This is an optimization exercise on Yosys and OpenROAD, whose aim is small area and a short achievable clock period, not a production implementation.
Where RTL was checked, it was by simulation tests only, not by an equivalence proof against the original.
No driver is modelled on the clock port, so clocking that relies on it looks cheaper here than on a real chip.

// ecc_bch_codec
module ecc_bch_codec (
    input  wire        clk,
    input  wire        rst,           
    input  wire        in_valid,
    input  wire [63:0] in_wdata,      
    input  wire [63:0] in_rdata,      
    input  wire [15:0] in_rcheck,     
    output reg         out_valid,
    output reg  [15:0] out_wcheck,    
    output reg  [63:0] out_data,      
    output reg         out_ce,        
    output reg         out_ue,        
    output reg  [1:0]  out_nbits      
);
export LEC_CHECK = 0
export CAP_MARGIN = 20
export CORE_MARGIN = 2
export CORE_UTILIZATION = 55
export SLEW_MARGIN = 20
export SYNTH_HIERARCHICAL = 1
export SYNTH_MINIMUM_KEEP_SIZE = 0
create_clock -name core_clock -period 34.0 [get_ports {clk}]
standard.sh (not shown) runs the stock make flow with config.mk's settings and CLKGATE_MAP_FILE= SYNTH_SCRIPT=/design/flow/synth_recipe.tcl, a recipe that flattens the netlist after the stock synthesis.
==> flow/flow/run.sh <==
#!/bin/bash
# Own layout flow: the standard ORFS flow (standard.sh, so the synthesis is
# the standard one), with these changes to how the layout is made:
#  - OpenROAD's timing repair aims at the setup slack in flow/margin.txt;
#  - the port buffers are sky130_fd_sc_hd__buf_1;
#  - any further make variables listed in flow/extra.txt (one per line);
#  - flow/post_cts.tcl, if present, runs at the end of ORFS's CTS step.
# The full make/ORFS output goes to orfs_make.log; ORFS keeps each step's log
# under orfs/logs/.
set -euo pipefail
MARGIN=$(cat flow/margin.txt)
EXTRA=()
if [[ -f flow/extra.txt ]]; then
  while IFS= read -r line; do [[ -n "$line" ]] && EXTRA+=("$line"); done < flow/extra.txt
fi
if [[ -f flow/post_cts.tcl ]]; then
  EXTRA+=("POST_CTS_TCL=$PWD/flow/post_cts.tcl")
fi
bash standard.sh \
  "SETUP_SLACK_MARGIN=${MARGIN}" \
  "BUFFER_PORTS_ARGS=-buffer_cell sky130_fd_sc_hd__buf_1" \
  "${EXTRA[@]}" \
  finish > orfs_make.log 2>&1
==> flow/flow/extra.txt <==
CTS_ARGS=-sink_clustering_enable -repair_clock_nets -buf_list sky130_fd_sc_hd__clkbuf_8 -dont_use_dummy_load
==> flow/flow/margin.txt <==
25.7
==> flow/flow/post_cts.tcl <==
# After CTS: a leaf clock buffer of the small type that drives many flip-flops
# is swapped for the larger clock buffer, to keep the flip-flop clock slew low.
set changed 0
foreach inst [get_cells clkbuf_*] {
  if {[get_property $inst ref_name] ne "sky130_fd_sc_hd__clkbuf_8"} { continue }
  set out [get_pins -of_objects $inst -filter "direction==output"]
  set n [llength [get_pins -of_objects [get_nets -of_objects $out] -filter "direction==input"]]
  if {$n >= 18} {
    puts "post_cts: [get_full_name $inst] drives $n pins, now sky130_fd_sc_hd__clkbuf_16"
    replace_cell $inst sky130_fd_sc_hd__clkbuf_16
    incr changed
  }
}
if {$changed} { detailed_placement }
Change:
==> flow/flow/margin.txt (replaced) <==
25.5
Worst setup slack got worse by 130 ps; cell count came out lower by 0.86%; die area stays the same; register-to-register slack gets worse by 320 ps.
Change:
==> flow/flow/margin.txt (replaced) <==
25.4
Result:
- routed wire length hardly moves
- synthesized cell count is unchanged
- worst setup slack got worse by 65 ps
- design area goes down slightly
- maximum frequency goes down slightly
- clock skew hardly moves

---

## v48
ecc_bch_codec, a different RTL version from the one above (not shown whole).
For scale: roughly 1300 cells after synthesis, roughly 180 flip-flops, about 230 I/O pins, roughly 12000 sq um of cells after synthesis.
export LEC_CHECK = 0
export CAP_MARGIN = 20
export CORE_MARGIN = 2
export CORE_UTILIZATION = 40
export SLEW_MARGIN = 20
export SYNTH_HIERARCHICAL = 1
export SYNTH_MINIMUM_KEEP_SIZE = 0
create_clock -name core_clock -period 34.0 [get_ports {clk}]
==> flow/flow/run.sh <==
#!/bin/bash
# Own layout flow: the standard ORFS flow (standard.sh, unchanged synthesis),
# with a setup-slack target for OpenROAD's timing repair and a small buffer cell
# for the port buffers. Everything else is as the standard flow's layout.
set -euo pipefail
MARGIN=$(cat flow/margin.txt)
bash standard.sh \
  "SETUP_SLACK_MARGIN=${MARGIN}" \
  "BUFFER_PORTS_ARGS=-buffer_cell sky130_fd_sc_hd__buf_1" \
  finish > orfs_make.log 2>&1
==> flow/flow/margin.txt <==
25.3
v48: all stages complete, timing, DRC and antenna checks passed
> inputs changed (v48 -> v9)
==> flow/flow/run.sh <==
#!/bin/bash
# Own layout flow: the standard ORFS flow (standard.sh, so the synthesis is
# the standard one), with these changes to how the layout is made:
#  - OpenROAD's timing repair aims at the setup slack in flow/margin.txt;
#  - the port buffers are sky130_fd_sc_hd__buf_1;
#  - any further make variables listed in flow/extra.txt (one per line);
#  - flow/post_cts.tcl, if present, runs at the end of ORFS's CTS step.
# The full make/ORFS output goes to orfs_make.log; ORFS keeps each step's log
# under orfs/logs/.
set -euo pipefail
MARGIN=$(cat flow/margin.txt)
EXTRA=()
if [[ -f flow/extra.txt ]]; then
  while IFS= read -r line; do [[ -n "$line" ]] && EXTRA+=("$line"); done < flow/extra.txt
fi
if [[ -f flow/post_cts.tcl ]]; then
  EXTRA+=("POST_CTS_TCL=$PWD/flow/post_cts.tcl")
fi
bash standard.sh \
  "SETUP_SLACK_MARGIN=${MARGIN}" \
  "BUFFER_PORTS_ARGS=-buffer_cell sky130_fd_sc_hd__buf_1" \
  "${EXTRA[@]}" \
  finish > orfs_make.log 2>&1
==> flow/flow/extra.txt (new file) <==
CTS_ARGS=-sink_clustering_enable -repair_clock_nets -buf_list sky130_fd_sc_hd__clkbuf_8 -dont_use_dummy_load
==> flow/flow/margin.txt <==
25.0
==> flow/flow/post_cts.tcl (new file) <==
# After CTS: a leaf clock buffer of the small type that drives many flip-flops
# is swapped for the larger clock buffer, to keep the flip-flop clock slew low.
set changed 0
foreach inst [get_cells clkbuf_*] {
  if {[get_property $inst ref_name] ne "sky130_fd_sc_hd__clkbuf_8"} { continue }
  set out [get_pins -of_objects $inst -filter "direction==output"]
  set n [llength [get_pins -of_objects [get_nets -of_objects $out] -filter "direction==input"]]
  if {$n >= 18} {
    puts "post_cts: [get_full_name $inst] drives $n pins, now sky130_fd_sc_hd__clkbuf_16"
    replace_cell $inst sky130_fd_sc_hd__clkbuf_16
    incr changed
  }
}
if {$changed} { detailed_placement }
Results
v9 | stages: all done | timing, DRC, antenna: all pass
In the metrics for v9 and v48, the one carrying the higher post-route minimum period is v9.
Per the comparison of v9 with v48, total number of vias saw little to no change; share of the cycle needed by the critical path after routing saw an increase.
Modified inputs, v53 compared to v9
-- flow/flow/run.sh --
<<< v9, line 6
#  - any further make variables listed in flow/extra.txt (one per line);
#  - flow/post_cts.tcl, if present, runs at the end of ORFS's CTS step.
>>> v53, line 6
#  - any further make variables listed in flow/extra.txt (one per line).
<<< v9, line 16
if [[ -f flow/post_cts.tcl ]]; then
  EXTRA+=("POST_CTS_TCL=$PWD/flow/post_cts.tcl")
fi
>>> v53, line 15
==> flow/flow/extra.txt <==
CTS_ARGS=-sink_clustering_enable -repair_clock_nets -dont_use_dummy_load
==> flow/flow/margin.txt <==
25.3
removed: flow/flow/post_cts.tcl
==> run notes <==
v9 reports its end point of the critical path as s3[4] while v53 reports s1[6]. Delta (v53 minus v9): peak per-stage delay on the critical path shows a reduction of 0.21 ns; post-route core utilization went up 0.81 points. Comparing v53 with v9, the global-route wire length before repair came out essentially unchanged. Looking at v9 and v53, the routed wire length is a wash.
Relative to v53, the following input files were edited for v12:
==> flow/flow/run.sh <==
#!/bin/bash
# Own layout flow: the standard ORFS flow (standard.sh, unchanged synthesis),
# with a setup-slack target for OpenROAD's timing repair and a small buffer cell
# for the port buffers. Everything else is as the standard flow's layout.
set -euo pipefail
MARGIN=$(cat flow/margin.txt)
bash standard.sh \
  "SETUP_SLACK_MARGIN=${MARGIN}" \
  "BUFFER_PORTS_ARGS=-buffer_cell sky130_fd_sc_hd__buf_1" \
  finish > orfs_make.log 2>&1
-- flow/config.mk --
<<< v53, line 11
>>> v12, line 11
export CTS_BUF_LIST = sky130_fd_sc_hd__clkbuf_8 sky130_fd_sc_hd__clkbuf_16
removed: flow/flow/extra.txt
Results
- Summary of the comparison: routed length on met1 is higher in v12, relative to v53.
- In terms of synthesized cell count, v12 and v53 differ only marginally.
- The xor and xnor fraction of the mapped netlist area on v12 is in line with that on v53.
## Diff of input files: v32 against v12
-- flow/config.mk --
<<< v12, line 11
export CTS_BUF_LIST = sky130_fd_sc_hd__clkbuf_8 sky130_fd_sc_hd__clkbuf_16
>>> v32, line 11
export CTS_CLUSTER_DIAMETER = 60
export CTS_CLUSTER_SIZE = 30
==> run notes <==
- | worst slack on hold paths | v32 vs v12 | ≈ equal |
- From v32 to v12, number of nets with antenna violations after routing did not move at all.
- Between v12 and v32, the difference in synthesized cell count is negligible.
- Delta (v32 minus v12): final worst setup slack has remained practically unchanged, proportion of cell area occupied by registers neither gained nor lost much, first-iteration DRC count stayed essentially flat.
- Looking at v12 and v32, the count of TritonRoute iterations in the first routing pass is a wash.
- ~same leftover overflow at the end of global routing in v12 and v32

---

Setup of maple:
ecc_bch_codec, a different RTL version from the one above (not shown whole).
Size: ~1300 cells after synthesis, about 180 flip-flops, roughly 230 I/O pins.
==> flow/config.mk <==
export PLATFORM = sky130hd
export DESIGN_NAME = ecc_bch_codec
export DESIGN_NICKNAME = ecc_bch_codec
export VERILOG_FILES = /design/flow/design.v
export SDC_FILE = /design/flow/constraint.sdc
export NUM_CORES = 4
export LEC_CHECK = 0
export CAP_MARGIN = 20
export CORE_MARGIN = 2
export CORE_UTILIZATION = 40
export SLEW_MARGIN = 20
export SYNTH_HIERARCHICAL = 1
export SYNTH_MINIMUM_KEEP_SIZE = 0
==> flow/constraint.sdc <==
create_clock -name core_clock -period 34.0 [get_ports {clk}]
set_input_delay 6.8000 -clock core_clock [delete_from_list [all_inputs] [get_ports {clk}]]
set_output_delay 6.8000 -clock core_clock [all_outputs]
set_load 0.01 [all_outputs]
==> flow/flow/run.sh <==
#!/bin/bash
# Own layout flow: the standard ORFS flow (standard.sh, unchanged synthesis),
# with a setup-slack target for OpenROAD's timing repair and a small buffer cell
# for the port buffers. Everything else is as the standard flow's layout.
set -euo pipefail
MARGIN=$(cat flow/margin.txt)
bash standard.sh \
  "SETUP_SLACK_MARGIN=${MARGIN}" \
  "BUFFER_PORTS_ARGS=-buffer_cell sky130_fd_sc_hd__buf_1" \
  finish > orfs_make.log 2>&1
==> flow/flow/margin.txt <==
26.3
maple: flow completed, timing, DRC and antenna clean
Input changes introduced in pine (baseline for comparison: maple):
==> flow/flow/margin.txt <==
25.8
## What came out
pine went all the way through the flow, and no timing, DRC or antenna check failed.
maple | status: complete | timing, DRC, antenna: pass
Final core utilization delta for pine relative to maple: 11 points lower
met5 as the uppermost layer routed was reported by pine, and met4 by maple.
In terms of setup violation total in the final timing report, pine and maple differ only marginally.
No functional check of the RTL was part of any run of this note.

==> static timing again, ports no longer ideal <==
No port has a modelled driver above. Below, the same layouts with a new extraction and two added sets of constraints.
Step 1, drivers: a clkbuf_16 drives clk and a buf_2 each remaining input, both assumed.
Step 2 adds t to the input delays and takes it off the output delays; t is the mean of the earliest and latest rising clock arrival at the registers after step 1. Input paths then give back, and output paths get back, about the clock's delay inside the block.
Three values: no drivers, after step 1, after step 2; two values: the first two.
run | t (ns) | setup slack, ns | slew at the worst register clock pin (ns)
the first run of note 1 | 0.489 | 25.685 / 25.703 / 25.214 | 0.09 / 0.09
the second run of note 1 | 0.509 | 25.555 / 25.556 / 25.047 | 0.10 / 0.10
the third run of note 1 | 0.496 | 25.490 / 25.508 / 25.012 | 0.09 / 0.09
v48 | 0.488 | 25.423 / 25.445 / 24.957 | 0.09 / 0.09
v9 | 0.510 | 25.336 / 25.344 / 24.835 | 0.10 / 0.10
v53 | 0.477 | 25.406 / 25.415 / 24.938 | 0.09 / 0.09
v12 | 0.488 | 25.423 / 25.445 / 24.957 | 0.09 / 0.09
v32 | 0.488 | 25.423 / 25.445 / 24.957 | 0.09 / 0.09
maple | 0.493 | 25.774 / 25.799 / 25.306 | 0.09 / 0.09
pine | 0.490 | 25.697 / 25.727 / 25.237 | 0.09 / 0.09
After both steps every run listed still meets setup and hold. For the second run of note 1, which loses most, drivers alone change the setup slack by +0.001 ns; drivers and shift together by -0.508 ns.
